This design comes from an exercise in tuning for small area on the open sky130 flow, not from production work.
Only simulation tests tie the RTL to the original design; equivalence was not proved.
Power is estimated from default activity; no workload was simulated.

==> flow/design.v (excerpt) <==
module zr_microseq (
    input  wire        clk,
    input  wire        rst,       
    input  wire        tick,
    input  wire        en,        
    input  wire        halt,      
    input  wire        inv,       
    input  wire [39:0] pos,       
    input  wire [31:0] vel,       
    input  wire [15:0] v1,        
    input  wire [15:0] v2,
    input  wire [15:0] v3,
    input  wire [15:0] v4,
    output reg         done,
    output reg  [2:0]  band,
    output reg  [2:0]  tgt,
    output reg         pend,
    output reg  [9:0]  addr,
    output wire [11:0] mag_a,
    output wire        pol_a,
    output wire [11:0] mag_b,
    output wire        pol_b
);
export LEC_CHECK = 0
export ABC_AREA = 1
export CAP_MARGIN = 20
export CORE_MARGIN = 2
export CORE_UTILIZATION = 60
export CTS_BUF_LIST = sky130_fd_sc_hd__clkbuf_8
export CTS_CLUSTER_SIZE = 8
export SLEW_MARGIN = 20
export SYNTH_MEMORY_MAX_BITS = 16384
create_clock -name core_clock -period 50.0 [get_ports {clk}]
standard.sh (not shown) runs the stock make flow with config.mk's settings and CLKGATE_MAP_FILE= SYNTH_SCRIPT=/design/flow/synth_recipe.tcl, a recipe that flattens the netlist after the stock synthesis.
==> flow/flow/run.sh <==
#!/bin/bash
# The standard layout with three changes, none of which touches the registers:
#  1. after the standard synthesis, its combinational cells are mapped again by ABC with an
#     area script (flow/area.abc); the registers keep their cells and names;
#  2. each cell is then swapped for the smallest cell of its family (the clock period leaves
#     tens of ns of slack; repair_design still fixes slew and load after placement);
#  3. the port buffers are the smallest buffer cell.
set -euo pipefail
export BUFFER_PORTS_ARGS="-buffer_cell sky130_fd_sc_hd__buf_1"
PLAT=$FLOW_HOME/platforms/$FLOW_PLATFORM
LIB=$PLAT/lib/sky130_fd_sc_hd__tt_025C_1v80.lib
RES=orfs/results/$FLOW_PLATFORM/zr_microseq/base
YOSYS=${YOSYS_EXE:-$(command -v yosys || echo /OpenROAD-flow-scripts/tools/install/yosys/bin/yosys)}

bash standard.sh synth > standard_synth.log 2>&1
cp $RES/1_2_yosys.v standard_synth_netlist.v

python3 flow/cellmap.py $LIB cellmap.v > cellmap.log 2>&1
DU=$(python3 - "$PLAT/config.mk" <<'PY'
import re, sys
t = open(sys.argv[1]).read().replace('\\\n', ' ')
cells = []
for m in re.finditer(r'^export\s+DONT_USE_CELLS\s*\+?=\s*(.*)$', t, re.M):
    cells += m.group(1).split()
print(' '.join('-dont_use ' + c for c in cells))
PY
)
cat > resyn.ys <<EOY
read_liberty -lib $LIB
read_verilog standard_synth_netlist.v
hierarchy -top $FLOW_TOP
techmap -map cellmap.v
techmap
opt -purge
abc -liberty $LIB $DU -script flow/area.abc
opt_clean -purge
hilomap -singleton -hicell sky130_fd_sc_hd__conb_1 HI -locell sky130_fd_sc_hd__conb_1 LO
stat -liberty $LIB
check -assert -mapped
write_verilog -noattr -nohex -nodec resyn_netlist.v
EOY
$YOSYS -s resyn.ys > resyn.log 2>&1
python3 flow/downsize.py resyn_netlist.v $LIB $PLAT/config.mk > downsize.log 2>&1
cp resyn_netlist.v $RES/1_2_yosys.v
bash standard.sh > standard_flow.log 2>&1
==> flow/flow/area.abc <==
strash
&get -n
&deepsyn -T 90
&dch -f
&nf -a -F 20 -A 20 -R 50
&put
Other scripts of this flow, unchanged in this note and not shown: flow/flow/cellmap.py, flow/flow/downsize.py
The first run went through all stages and came out clean.
Next try:
--- a/flow/config.mk
+++ b/flow/config.mk
@@ -11,4 +11,5 @@
 export CORE_UTILIZATION = 60
-export CTS_BUF_LIST = sky130_fd_sc_hd__clkbuf_8
-export CTS_CLUSTER_SIZE = 8
+export CTS_BUF_LIST = sky130_fd_sc_hd__clkbuf_16
+export CTS_CLUSTER_DIAMETER = 100
+export CTS_CLUSTER_SIZE = 30
 export SLEW_MARGIN = 20
After rerunning:
- The changed run finished with timing, DRC and antenna clean
- total power increases by 9.7%
- non-clock buffer count stays the same
- utilization increases by 0.85 points
- global-route usage increases by 0.14 points
- setup slack improves by 0.033 ns
- synthesized cell count stays the same
- routed wire length barely changes
- final area increases by 1.2%
- hold slack degrades by 0.0036 ns
Next try:
==> flow/flow/area.abc (replaced) <==
strash
&get -n
&deepsyn -T 60
&dch -f
&nf -a -F 5 -A 5
&put
--- a/flow/config.mk
+++ b/flow/config.mk
@@ -11,4 +11,4 @@
 export CORE_UTILIZATION = 60
-export CTS_BUF_LIST = sky130_fd_sc_hd__clkbuf_16
-export CTS_CLUSTER_DIAMETER = 100
+export CTS_BUF_LIST = sky130_fd_sc_hd__clkbuf_8
+export CTS_CLUSTER_DIAMETER = 60
 export CTS_CLUSTER_SIZE = 30
Total power shrinks by 4.0%.
Worst hold slack gains 0.0041 ns.
Setup slack gets better by 0.50 ns.
Via count goes up by 9.2%.
Clock-buffer cell count is unchanged.
Clock power went down by 12%.

[what the ideal ports hide]
Ports are ideal in the flow. The routed layouts listed here were re-timed in OpenROAD. Step 1: set_driving_cell puts a clkbuf_16 on clk and a buf_2 on each other input, an assumption about the parent block. Step 2 moves the port delays by t, midway between the first and last clock arrival at a register: inputs arrive t later, outputs are due t later. That takes back most of the time a late clock gives input paths. a / b / c = no drivers / after step 1 / after step 2; a / b = the first two.
run	shift t [ns]	setup slack, ns	worst data-port slew with drivers (ns)	cell pins on the clock port's net
the first run	0.425	31.238 / 31.200 / 31.625	0.06	1
the second run	0.398	31.270 / 31.224 / 31.622	0.06	1
the third run	0.433	31.772 / 31.732 / 32.165	0.05	1
After both steps every run listed still meets setup and hold.
